Background: an optimization exercise with open tools, aiming at small area, a short achievable clock period and few clock cycles per item. Do not read the settings as production practice.
At most, simulation tests tie the RTL to the original design; equivalence was not proved.

trial 43:
Design aes_enc, start of the top module:
module aes_enc (
    input  wire         clk,
    input  wire         rst,         
    input  wire         start,       
    input  wire [1:0]   key_len,     
    input  wire [255:0] key,         
    input  wire [127:0] din,         
    output wire         ready,       
    output reg          done,        
    output wire [127:0] dout
);
    reg        rdy;          
    reg        rsel, nrsel;  
    reg        xv, xm192, xm256, xr1;
    reg  [2:0] xkc;
    reg  [3:0] xcnt;
    reg  [7:0] xrcon;
    reg        yv, ym192, ym256, ylast;
    reg  [2:0] ykc;
    reg  [3:0] ycnt;
    reg  [7:0] yrcon;
    assign ready = rdy;
    function [2:0] kc_next;
        input [2:0] kc;
        input       m192, m256;
        kc_next = m192 ? ((kc == 3'd4) ? 3'd2 : (kc == 3'd2) ? 3'd0 : 3'd4) :
                  m256 ? (kc ^ 3'd4) : 3'd0;
    endfunction
    wire       xm192_d = rdy ? (key_len == 2'd1) : ym192;
    wire       xm256_d = rdy ? (key_len == 2'd2) : ym256;
    wire [2:0] xkc_d   = rdy ? ((key_len == 2'd0) ? 3'd0 : 3'd4) : kc_next(ykc, ym192, ym256);
    wire       xr1_d   = rdy;
  ...
Size: about 6500 cells after synthesis, ~520 I/O pins, about 0.056 mm2 of cells after synthesis.
clock: 15.0 ns
lec_check: 0
cap_margin: 20
core_margin: 2
core_utilization: 45
place_density: 0.6
slew_margin: 20
synth_hierarchical: 1
standard.sh (not shown) runs the stock make flow with config.mk's settings and CLKGATE_MAP_FILE= SYNTH_SCRIPT=/design/flow/synth_recipe.tcl, a recipe that flattens the netlist after the stock synthesis.
==> flow/flow/run.sh <==
#!/bin/bash
# Layout flow: the standard flow (standard.sh, unchanged synthesis), with
# plain buf_1 cells as the port buffers instead of the flow's default choice,
# a clock tree of clkbuf_8 cells without dummy loads, and timing repair asked
# for a setup margin (the SDC is unchanged).
set -euo pipefail
bash standard.sh "BUFFER_PORTS_ARGS=-buffer_cell sky130_fd_sc_hd__buf_1" "SETUP_SLACK_MARGIN=10.5" \
  "CTS_ARGS=-sink_clustering_enable -repair_clock_nets -dont_use_dummy_load -buf_list sky130_fd_sc_hd__clkbuf_8" \
  finish > make_finish.log 2>&1
Trial 43: all stages complete, timing, DRC and antenna checks passed
Testbench counts of trial 43, summed over its fixed seeds: cycles 28,456, blocks 2,400.
Setup changes, trial 43 to trial 46
--- a/flow/design.v
+++ b/flow/design.v
@@ -663,17 +663,18 @@
                 aes_xor2 #(8) u_m (.a(w[31 - 8*i -: 8]),
                                    .b({ui[6:4], h[3*i], h[3*i + 1], ui[1], h[3*i + 2], ui[7]}),
                                    .y(mc[127 - 32*n - 8*i -: 8]));
             end
             assign srw[127 - 32*n -: 32] = s;
         end
     endgenerate
-    wire [127:0] xa_n, xs_d;
-    aes_o22ai #(128) u_xa  (.a(din), .sa(nrsel), .b(mc), .sb(rsel), .y(xa_n));
-    aes_xor2  #(128) u_xs  (.a(xa_n), .b(kw_d[127:0]), .y(xs_d));
+    wire [127:0] xmc, dk, xs_d;
+    aes_xnor2 #(128) u_xmc (.a(mc), .b(nw_n), .y(xmc));
+    aes_xor2  #(128) u_dk  (.a(din), .b(key[255:128]), .y(dk));
+    aes_o22ai #(128) u_xs  (.a(dk), .sa(nrsel), .b(xmc), .sb(rsel), .y(xs_d));
     reg  [127:0] dout_r;
     wire [127:0] dout_d;
     aes_xnor2 #(128) u_fin (.a(srw), .b(nw_n), .y(dout_d));
     assign dout = dout_r;
     always @(posedge clk) begin
         xs_n   <= xs_d;
         y      <= y_d;
Findings:
- Summary of trial 46 over trial 43: met3 usage in global routing went down by 0.40 points; global routing usage summed across all routing layers lower; post-route fraction of the period consumed by the critical path shrank by 0.16 points; routed wire length on met2 climbed about 1.6%; area growth from synthesis to layout now sits lower.
- In the flow results for trial 46 and trial 43, the worst setup slack is smaller on trial 43.
- Trial 46 vs trial 43: data arrival time at the worst-slack endpoint down in trial 46
Testbench counts of trial 46, summed over its fixed seeds: cycles 28,456, blocks 2,400.

========
Setup of JK:
aes_enc, a different RTL version from the one above (not shown whole).
Size in the first run: roughly 1000 flip-flops, ~520 I/O pins, ~56000 um^2 of cells after synthesis.
## aes_enc
module aes_enc (
    input  wire         clk,
    input  wire         rst,         
    input  wire         start,       
    input  wire [1:0]   key_len,     
    input  wire [255:0] key,         
    input  wire [127:0] din,         
    output wire         ready,       
    output reg          done,        
    output wire [127:0] dout
);
export LEC_CHECK = 0
export CAP_MARGIN = 20
export CORE_MARGIN = 2
export CORE_UTILIZATION = 45
export PLACE_DENSITY = 0.6
export SLEW_MARGIN = 20
export SYNTH_HIERARCHICAL = 1
create_clock -name core_clock -period 15.0 [get_ports {clk}]
==> flow/flow/run.sh <==
#!/bin/bash
# Layout flow: the standard flow (standard.sh, unchanged synthesis), with
# plain buf_1 cells as the port buffers instead of the flow's default choice,
# a clock tree of clkbuf_16 cells without dummy loads, and timing repair asked
# for a setup margin (the SDC is unchanged).
set -euo pipefail
bash standard.sh "BUFFER_PORTS_ARGS=-buffer_cell sky130_fd_sc_hd__buf_1" "SETUP_SLACK_MARGIN=10.5" \
  "CTS_ARGS=-sink_clustering_enable -repair_clock_nets -dont_use_dummy_load -buf_list sky130_fd_sc_hd__clkbuf_16" \
  finish > make_finish.log 2>&1
> inputs changed (JK -> MS)
--- a/flow/design.v
+++ b/flow/design.v
@@ -606,33 +606,33 @@
     aes_nand2 #(8)  u_q2  (.a(t2[31:24]), .b(r2n), .y(q2));
     aes_xnor2 #(8)  u_a2h (.a(wold_n[2][31:24]), .b(q2), .y(A[2][31:24]));
     aes_xor2  #(24) u_a2l (.a(wold_n[2][23:0]), .b(t2[23:0]), .y(A[2][23:0]));
     aes_nand2 #(32) u_t3  (.a({32{c3}}), .b(A[2]), .y(t3));
     aes_xor2  #(32) u_a3  (.a(wold_n[3]), .b(t3), .y(A[3]));
     wire [31:0] g0, g2;
-    wire [127:0] nw;
+    wire [127:0] nw_n;
     aes_nand2 #(32) u_g0 (.a({32{m01}}), .b(sw), .y(g0));
     aes_nand2 #(32) u_g2 (.a({32{m23}}), .b(sw), .y(g2));
     wire [31:0] Am [0:3];
     assign Am[0] = km[255:224];
     assign Am[1] = km[223:192];
     assign Am[2] = km[191:160];
     assign Am[3] = km[159:128];
-    aes_xnor2 #(32) u_n0 (.a(Am[0]), .b(g0), .y(nw[127:96]));
-    aes_xnor2 #(32) u_n1 (.a(Am[1]), .b(g0), .y(nw[95:64]));
-    aes_xnor2 #(32) u_n2 (.a(Am[2]), .b(g2), .y(nw[63:32]));
-    aes_xnor2 #(32) u_n3 (.a(Am[3]), .b(g2), .y(nw[31:0]));
+    aes_xor2  #(32) u_n0 (.a(Am[0]), .b(g0), .y(nw_n[127:96]));
+    aes_xor2  #(32) u_n1 (.a(Am[1]), .b(g0), .y(nw_n[95:64]));
+    aes_xor2  #(32) u_n2 (.a(Am[2]), .b(g2), .y(nw_n[63:32]));
+    aes_xor2  #(32) u_n3 (.a(Am[3]), .b(g2), .y(nw_n[31:0]));
     wire [255:0] kw_d;
+    wire [127:0] kh_n;
     aes_a22o  #(128) u_kwh (.sa(rsel), .a(key[127:0]), .sb(nrsel), .b(km[127:0]), .y(kw_d[255:128]));
-    aes_a22o  #(128) u_kwl (.sa(rsel), .a(key[255:128]), .sb(nrsel), .b(nw), .y(kw_d[127:0]));
+    aes_nand2 #(128) u_khn (.a({128{rsel}}), .b(key[255:128]), .y(kh_n));
+    aes_o21ai #(128) u_kwl (.s(rsel), .a(nw_n), .b(kh_n), .y(kw_d[127:0]));
     wire [31:0] k67, x237_n, nsin;
     aes_xor2  #(32) u_k67  (.a(km[63:32]), .b(km[31:0]), .y(k67));
-    aes_xnor2 #(32) u_x237 (.a(k67), .b(nw[31:0]), .y(x237_n));
-    wire [31:0] n3_n;
-    aes_inv   #(32) u_n3n (.a(nw[31:0]), .y(n3_n));
-    aes_a222oi #(32) u_nsin (.sa(sna), .a({n3_n[23:0], n3_n[31:24]}), .sb(snb), .b(n3_n),
+    aes_xor2  #(32) u_x237 (.a(k67), .b(nw_n[31:0]), .y(x237_n));
+    aes_a222oi #(32) u_nsin (.sa(sna), .a({nw_n[23:0], nw_n[31:24]}), .sb(snb), .b(nw_n[31:0]),
                              .sc(snc), .c({x237_n[23:0], x237_n[31:24]}), .y(nsin));
     wire [31:0] sin0 = (key_len == 2'd1) ? {key[87:64], key[95:88]} : {key[151:128], key[159:152]};
     wire [31:0] sin_d = rsel ? sin0 : nsin;
     reg  [127:0] xs_n, y;
     wire [127:0] y_d;
     genvar n;
@@ -669,13 +669,13 @@
     endgenerate
     wire [127:0] xa_n, xs_d;
     aes_o22ai #(128) u_xa  (.a(din), .sa(nrsel), .b(mc), .sb(rsel), .y(xa_n));
     aes_xor2  #(128) u_xs  (.a(xa_n), .b(kw_d[127:0]), .y(xs_d));
     reg  [127:0] dout_r;
     wire [127:0] dout_d;
-    aes_xor2  #(128) u_fin (.a(srw), .b(nw), .y(dout_d));
+    aes_xnor2 #(128) u_fin (.a(srw), .b(nw_n), .y(dout_d));
     assign dout = dout_r;
     always @(posedge clk) begin
         xs_n   <= xs_d;
         y      <= y_d;
         kw     <= kw_d;
         km     <= {A[0], A[1], A[2], A[3], kw[127:0]};
Findings:
- Having completed the whole flow, MS delivered a layout that passed the timing, design-rule and antenna checks.
- JK: done, clean on timing, DRC and antenna
- | sequential share of layout area | MS vs JK | ≈ equal |
- Going from JK to MS, net count after synthesis saw an increase; final clock period utilization by the worst path barely changed; combined global-route utilization of all metal layers up 0.31 points.
- Endpoint of the most critical setup path: dout[77] -> JK, dout[52] -> MS
Testbench counts of MS, summed over its fixed seeds: cycles 28,456, blocks 2,400.
The RTL of JK was laid out without a check of its function.

==> port drivers added, routing unchanged <==
No port has a modelled driver above. Below, the same layouts with a new extraction and two added sets of constraints.
Step 1 (the two cells are an assumption about what drives the block):
set clk [get_ports {clk}]
set_driving_cell -lib_cell sky130_fd_sc_hd__clkbuf_16 $clk
set_driving_cell -lib_cell sky130_fd_sc_hd__buf_2 [delete_from_list [all_inputs] $clk]
Step 2 also shifts input and output timing later by t, the mid clock arrival at the registers, as if the neighbouring blocks saw the same clock.
Three values: ideal, step 1, step 2; two values: the first two.
| run | t, ns | setup WS [ns] | worst data-port slew with drivers (ns) |
|---|---|---|---|
| trial 43 | 0.945 | 10.540 / 10.471 / 10.230 | 0.16 |
| trial 46 | 0.928 | 10.564 / 10.478 / 10.186 | 0.23 |
| JK | 0.790 | 10.660 / 10.588 / 10.204 | 0.19 |
| MS | 0.796 | 10.669 / 10.595 / 10.138 | 0.15 |
After both steps every run listed still meets setup and hold. The setup slack of MS, which loses most, moves by -0.074 ns with the drivers and by -0.531 ns with both steps.
